Context: an optimization exercise on an open-source flow, tuned for small area, a short achievable clock period and few clock cycles per item. The choices shown serve that exercise and are no tape-out recipe.
Where RTL was checked, it was by simulation tests only, not by an equivalence proof against the original.

==> flow/design.v <==
module sha256_blk (
    input  wire         clk,
    input  wire         rst,           
    input  wire         in_valid,
    output reg          in_ready,
    input  wire         in_first,      
    input  wire [511:0] in_block,      
    output reg          out_valid,     
    output wire [255:0] digest         
);
    function [31:0] rotr;
        input [31:0] x;
        input integer n;
        begin
            rotr = (x >> n) | (x << (32 - n));
        end
    endfunction
    localparam [255:0] IV = {32'h6a09e667, 32'hbb67ae85, 32'h3c6ef372, 32'ha54ff53a,
                             32'h510e527f, 32'h9b05688c, 32'h1f83d9ab, 32'h5be0cd19};
    reg  [31:0] a, b, c, d, e, f, g, h;
    reg  [31:0] HA0, HA1, HA2, HA3;    
    reg  [31:0] HE0, HE1, HE2, HE3;    
    reg  [31:0] W [0:15];              
    reg  [31:0] hkw;                   
    reg  [31:0] kreg;                  
    reg  [6:0]  cnt;
    reg         pre;        
    reg         rnd;        
    reg         run;        
    reg         fin;        
    reg         ldiv;       
    reg         curfirst;   
    reg         finfirst;   
    reg  [1:0]  ph;         
    assign digest = {HA3, HA2, HA1, HA0, HE3, HE2, HE1, HE0};
    reg [31:0] k_c;
    always @(*) begin
        case (cnt)
            7'd0: k_c = 32'h428a2f98;
            7'd1: k_c = 32'h71374491;
            7'd2: k_c = 32'hb5c0fbcf;
            7'd3: k_c = 32'he9b5dba5;
            7'd4: k_c = 32'h3956c25b;
            7'd5: k_c = 32'h59f111f1;
            7'd6: k_c = 32'h923f82a4;
            7'd7: k_c = 32'hab1c5ed5;
            7'd8: k_c = 32'hd807aa98;
            7'd9: k_c = 32'h12835b01;
            7'd10: k_c = 32'h243185be;
            7'd11: k_c = 32'h550c7dc3;
            7'd12: k_c = 32'h72be5d74;
            7'd13: k_c = 32'h80deb1fe;
            7'd14: k_c = 32'h9bdc06a7;
            7'd15: k_c = 32'hc19bf174;
            7'd16: k_c = 32'he49b69c1;
            7'd17: k_c = 32'hefbe4786;
            7'd18: k_c = 32'h0fc19dc6;
            7'd19: k_c = 32'h240ca1cc;
            7'd20: k_c = 32'h2de92c6f;
            7'd21: k_c = 32'h4a7484aa;
            7'd22: k_c = 32'h5cb0a9dc;
            7'd23: k_c = 32'h76f988da;
            7'd24: k_c = 32'h983e5152;
            7'd25: k_c = 32'ha831c66d;
            7'd26: k_c = 32'hb00327c8;
            7'd27: k_c = 32'hbf597fc7;
            7'd28: k_c = 32'hc6e00bf3;
            7'd29: k_c = 32'hd5a79147;
            7'd30: k_c = 32'h06ca6351;
            7'd31: k_c = 32'h14292967;
            7'd32: k_c = 32'h27b70a85;
            7'd33: k_c = 32'h2e1b2138;
            7'd34: k_c = 32'h4d2c6dfc;
            7'd35: k_c = 32'h53380d13;
            7'd36: k_c = 32'h650a7354;
            7'd37: k_c = 32'h766a0abb;
            7'd38: k_c = 32'h81c2c92e;
            7'd39: k_c = 32'h92722c85;
            7'd40: k_c = 32'ha2bfe8a1;
            7'd41: k_c = 32'ha81a664b;
            7'd42: k_c = 32'hc24b8b70;
            7'd43: k_c = 32'hc76c51a3;
            7'd44: k_c = 32'hd192e819;
            7'd45: k_c = 32'hd6990624;
            7'd46: k_c = 32'hf40e3585;
            7'd47: k_c = 32'h106aa070;
            7'd48: k_c = 32'h19a4c116;
            7'd49: k_c = 32'h1e376c08;
            7'd50: k_c = 32'h2748774c;
            7'd51: k_c = 32'h34b0bcb5;
            7'd52: k_c = 32'h391c0cb3;
            7'd53: k_c = 32'h4ed8aa4a;
            7'd54: k_c = 32'h5b9cca4f;
            7'd55: k_c = 32'h682e6ff3;
            7'd56: k_c = 32'h748f82ee;
            7'd57: k_c = 32'h78a5636f;
            7'd58: k_c = 32'h84c87814;
            7'd59: k_c = 32'h8cc70208;
            7'd60: k_c = 32'h90befffa;
            7'd61: k_c = 32'ha4506ceb;
            7'd62: k_c = 32'hbef9a3f7;
            7'd63: k_c = 32'hc67178f2;
            default: k_c = 32'h0;
        endcase
    end
    reg  [15:0] wsel;
    reg  [31:0] w_in;
    integer j;
    always @(*) begin
        w_in = 32'h0;
        for (j = 0; j < 16; j = j + 1)
            w_in = w_in | (in_block[511 - 32*j -: 32] & {32{wsel[j]}});
    end
    wire [1:0]  k4 = {~cnt[1], cnt[0]};
    reg  [31:0] iva, ive;
    always @(*) begin
        case (k4)
            2'd0: begin iva = IV[159:128]; ive = IV[31:0];  end
            2'd1: begin iva = IV[191:160]; ive = IV[63:32]; end
            2'd2: begin iva = IV[223:192]; ive = IV[95:64]; end
            default: begin iva = IV[255:224]; ive = IV[127:96]; end
        endcase
    end
    wire        addh = pre & fin;
    wire [31:0] ha_in = addh ? (finfirst ? iva : HA0) : 32'h0;
    wire [31:0] he_in = addh ? (finfirst ? ive : HE0) : 32'h0;
    wire [31:0] fa = ha_in + d;
    wire [31:0] fe = he_in + h;
    wire [31:0] S1  = rotr(e, 6) ^ rotr(e, 11) ^ rotr(e, 25);
    wire [31:0] ch  = (e & f) ^ (~e & g);
    wire [31:0] S0  = rotr(a, 2) ^ rotr(a, 13) ^ rotr(a, 22);
    wire [31:0] maj = (a & b) ^ (a & c) ^ (b & c);
    wire [31:0] p_s = hkw ^ S1 ^ ch;
    wire [31:0] p_c = {(hkw[30:0] & S1[30:0]) | (hkw[30:0] & ch[30:0]) | (S1[30:0] & ch[30:0]), 1'b0};
    wire [31:0] q_s = p_s ^ p_c ^ S0;
    wire [31:0] q_c = {(p_s[30:0] & p_c[30:0]) | (p_s[30:0] & S0[30:0]) | (p_c[30:0] & S0[30:0]), 1'b0};
    wire [31:0] r_s = q_s ^ q_c ^ maj;
    wire [31:0] r_c = {(q_s[30:0] & q_c[30:0]) | (q_s[30:0] & maj[30:0]) | (q_c[30:0] & maj[30:0]), 1'b0};
    wire [31:0] u_s = p_s ^ p_c ^ d;
    wire [31:0] u_c = {(p_s[30:0] & p_c[30:0]) | (p_s[30:0] & d[30:0]) | (p_c[30:0] & d[30:0]), 1'b0};
    wire [31:0] an  = r_s + r_c;
    wire [31:0] en  = u_s + u_c;
    wire [31:0] s0  = rotr(W[1], 7) ^ rotr(W[1], 18) ^ (W[1] >> 3);
    wire [31:0] s1  = rotr(W[14], 17) ^ rotr(W[14], 19) ^ (W[14] >> 10);
    wire [31:0] wn  = s1 + W[9] + s0 + W[0];
    integer k;
    always @(posedge clk) begin
        if (rnd) begin
            a <= an;
            e <= en;
        end else if (pre & ldiv) begin
            a <= iva;
            e <= ive;
        end else begin
            a <= fa;
            e <= fe;
        end
        b <= a; c <= b; d <= c;
        f <= e; g <= f; h <= g;
        HA3 <= addh ? fa : HA0;
        HA2 <= HA3; HA1 <= HA2; HA0 <= HA1;
        HE3 <= addh ? fe : HE0;
        HE2 <= HE3; HE1 <= HE2; HE0 <= HE1;
        for (k = 0; k < 15; k = k + 1)
            W[k] <= W[k + 1];
        W[15] <= (cnt[6:4] == 3'd0) ? w_in : wn;
        wsel  <= (cnt == 7'd127) ? 16'h0001 : {wsel[14:0], 1'b0};
        kreg <= k_c;
        hkw  <= g + kreg + W[15];
        cnt <= cnt + 7'd1;
        if (rst) begin
            pre       <= 1'b0;
            rnd       <= 1'b0;
            run       <= 1'b0;
            fin       <= 1'b0;
            ldiv      <= 1'b0;
            ph        <= 2'd0;
            in_ready  <= 1'b0;
            out_valid <= 1'b0;
        end else begin
            out_valid <= addh & (cnt == 7'd1);
            in_ready  <= rnd & (cnt == 7'd14);
            if (pre) begin
                if (cnt == 7'd1) begin
                    pre <= 1'b0;
                    fin <= 1'b0;
                    rnd <= run;
                    ph  <= 2'd0;
                end
            end else if (rnd) begin
                if (cnt == 7'd65) begin
                    rnd      <= 1'b0;
                    pre      <= 1'b1;
                    fin      <= 1'b1;
                    finfirst <= curfirst;
                    run      <= in_valid;
                    ldiv     <= in_valid & in_first;
                    curfirst <= in_first;
                    cnt      <= 7'd126;
                end
            end else begin
                ph <= ph + 2'd1;
                if (in_valid && (in_first || ph == 2'd3)) begin
                    pre      <= 1'b1;
                    run      <= 1'b1;
                    ldiv     <= in_first;
                    curfirst <= in_first;
                    cnt      <= 7'd126;
                end
            end
        end
    end
endmodule
export LEC_CHECK = 0
export CAP_MARGIN = 20
export CORE_MARGIN = 2
export CORE_UTILIZATION = 50
export CTS_CLUSTER_DIAMETER = 80
export CTS_CLUSTER_SIZE = 24
export SLEW_MARGIN = 20
create_clock -name core_clock -period 12.0 [get_ports {clk}]
standard.sh (not shown) runs the stock make flow with config.mk's settings and CLKGATE_MAP_FILE= SYNTH_SCRIPT=/design/flow/synth_recipe.tcl, a recipe that flattens the netlist after the stock synthesis.
==> flow/flow/run.sh <==
#!/bin/bash
# Standard ORFS flow (the standard.sh, unchanged synthesis), with:
#  - the port buffers made from the smallest buffer cell (buf_1) instead of
#    the default choice; every input and output still gets its own buffer;
set -euo pipefail
export BUFFER_PORTS_ARGS="-buffer_cell sky130_fd_sc_hd__buf_1"
export SETUP_SLACK_MARGIN=${MARGIN:-7}
bash standard.sh > standard.log 2>&1
Testbench counts at the start, summed over its fixed seeds: cycles 39,488, blocks 580.
Next try:
--- a/flow/design.v
+++ b/flow/design.v
@@ -130,16 +130,20 @@
     wire [31:0] ch  = (e & f) ^ (~e & g);
     wire [31:0] S0  = rotr(a, 2) ^ rotr(a, 13) ^ rotr(a, 22);
     wire [31:0] maj = (a & b) ^ (a & c) ^ (b & c);
-    wire [31:0] p_s = hkw ^ S1 ^ ch;
-    wire [31:0] p_c = {(hkw[30:0] & S1[30:0]) | (hkw[30:0] & ch[30:0]) | (S1[30:0] & ch[30:0]), 1'b0};
-    wire [31:0] q_s = p_s ^ p_c ^ S0;
-    wire [31:0] q_c = {(p_s[30:0] & p_c[30:0]) | (p_s[30:0] & S0[30:0]) | (p_c[30:0] & S0[30:0]), 1'b0};
-    wire [31:0] r_s = q_s ^ q_c ^ maj;
-    wire [31:0] r_c = {(q_s[30:0] & q_c[30:0]) | (q_s[30:0] & maj[30:0]) | (q_c[30:0] & maj[30:0]), 1'b0};
-    wire [31:0] u_s = p_s ^ p_c ^ d;
-    wire [31:0] u_c = {(p_s[30:0] & p_c[30:0]) | (p_s[30:0] & d[30:0]) | (p_c[30:0] & d[30:0]), 1'b0};
-    wire [31:0] an  = r_s + r_c;
-    wire [31:0] en  = u_s + u_c;
+    wire [31:0] S1b  = rotr(e, 25) ^ rotr(e, 6) ^ rotr(e, 11);
+    wire [31:0] S0b  = rotr(a, 22) ^ rotr(a, 2) ^ rotr(a, 13);
+    wire [31:0] majb = (a & (b | c)) | (b & c);
+    wire [31:0] p_s  = hkw ^ S1 ^ ch;
+    wire [31:0] p_sb = hkw ^ S1b ^ ch;
+    wire [31:0] p_c  = {(hkw[30:0] & S1b[30:0]) | (hkw[30:0] & ch[30:0]) | (S1b[30:0] & ch[30:0]), 1'b0};
+    wire [31:0] q_s  = p_s ^ p_c ^ S0;
+    wire [31:0] q_c  = {(p_s[30:0] & p_c[30:0]) | (p_s[30:0] & S0b[30:0]) | (p_c[30:0] & S0b[30:0]), 1'b0};
+    wire [31:0] r_s  = q_s ^ q_c ^ maj;
+    wire [31:0] r_c  = {(q_s[30:0] & q_c[30:0]) | (q_s[30:0] & majb[30:0]) | (q_c[30:0] & majb[30:0]), 1'b0};
+    wire [31:0] u_s  = p_s ^ p_c ^ d;
+    wire [31:0] u_c  = {(p_sb[30:0] & p_c[30:0]) | (p_sb[30:0] & d[30:0]) | (p_c[30:0] & d[30:0]), 1'b0};
+    wire [31:0] an   = r_s + r_c;
+    wire [31:0] en   = u_s + u_c;
     wire [31:0] s0  = rotr(W[1], 7) ^ rotr(W[1], 18) ^ (W[1] >> 3);
     wire [31:0] s1  = rotr(W[14], 17) ^ rotr(W[14], 19) ^ (W[14] >> 10);
     wire [31:0] wn  = s1 + W[9] + s0 + W[0];
=>
- final area went up by a few percent
- wire length went up by roughly a tenth
- sequential share of layout area went down by 0.88 points
- global-route usage went up by 3.2 points
- fmax went down slightly
- sequential cell count stays the same
- via count went up by a few percent
- die area went up slightly
The RTL of the second run of this note was laid out without a check of its function.

-- afterwards: timing with drivers on the ports --
No port has a modelled driver above. Below, the same layouts with a new extraction and two added sets of constraints. Step 1 assumes that a clkbuf_16 drives the clock port and a buf_2 every other input. Step 2 times the ports against the registers' clock, not the clock port: input delays grow and output delays shrink by t, the midpoint of the rising clock arrivals with the driver on. Slacks: ideal / step 1 / step 2; pairs: ideal / step 1.
| run | t (ns) | setup slack, ns | worst hold slack (ns) |
|---|---|---|---|
| the first run | 0.744 | 7.047 / 7.047 / 6.896 | 0.293 / 0.293 / 0.293 |
| the second run | 0.743 | 7.028 / 7.028 / 7.013 | 0.319 / 0.319 / 0.319 |
After both steps every run listed still meets setup and hold. For the first run, which loses most, drivers alone change the setup slack by 0.000 ns; drivers and shift together by -0.151 ns.
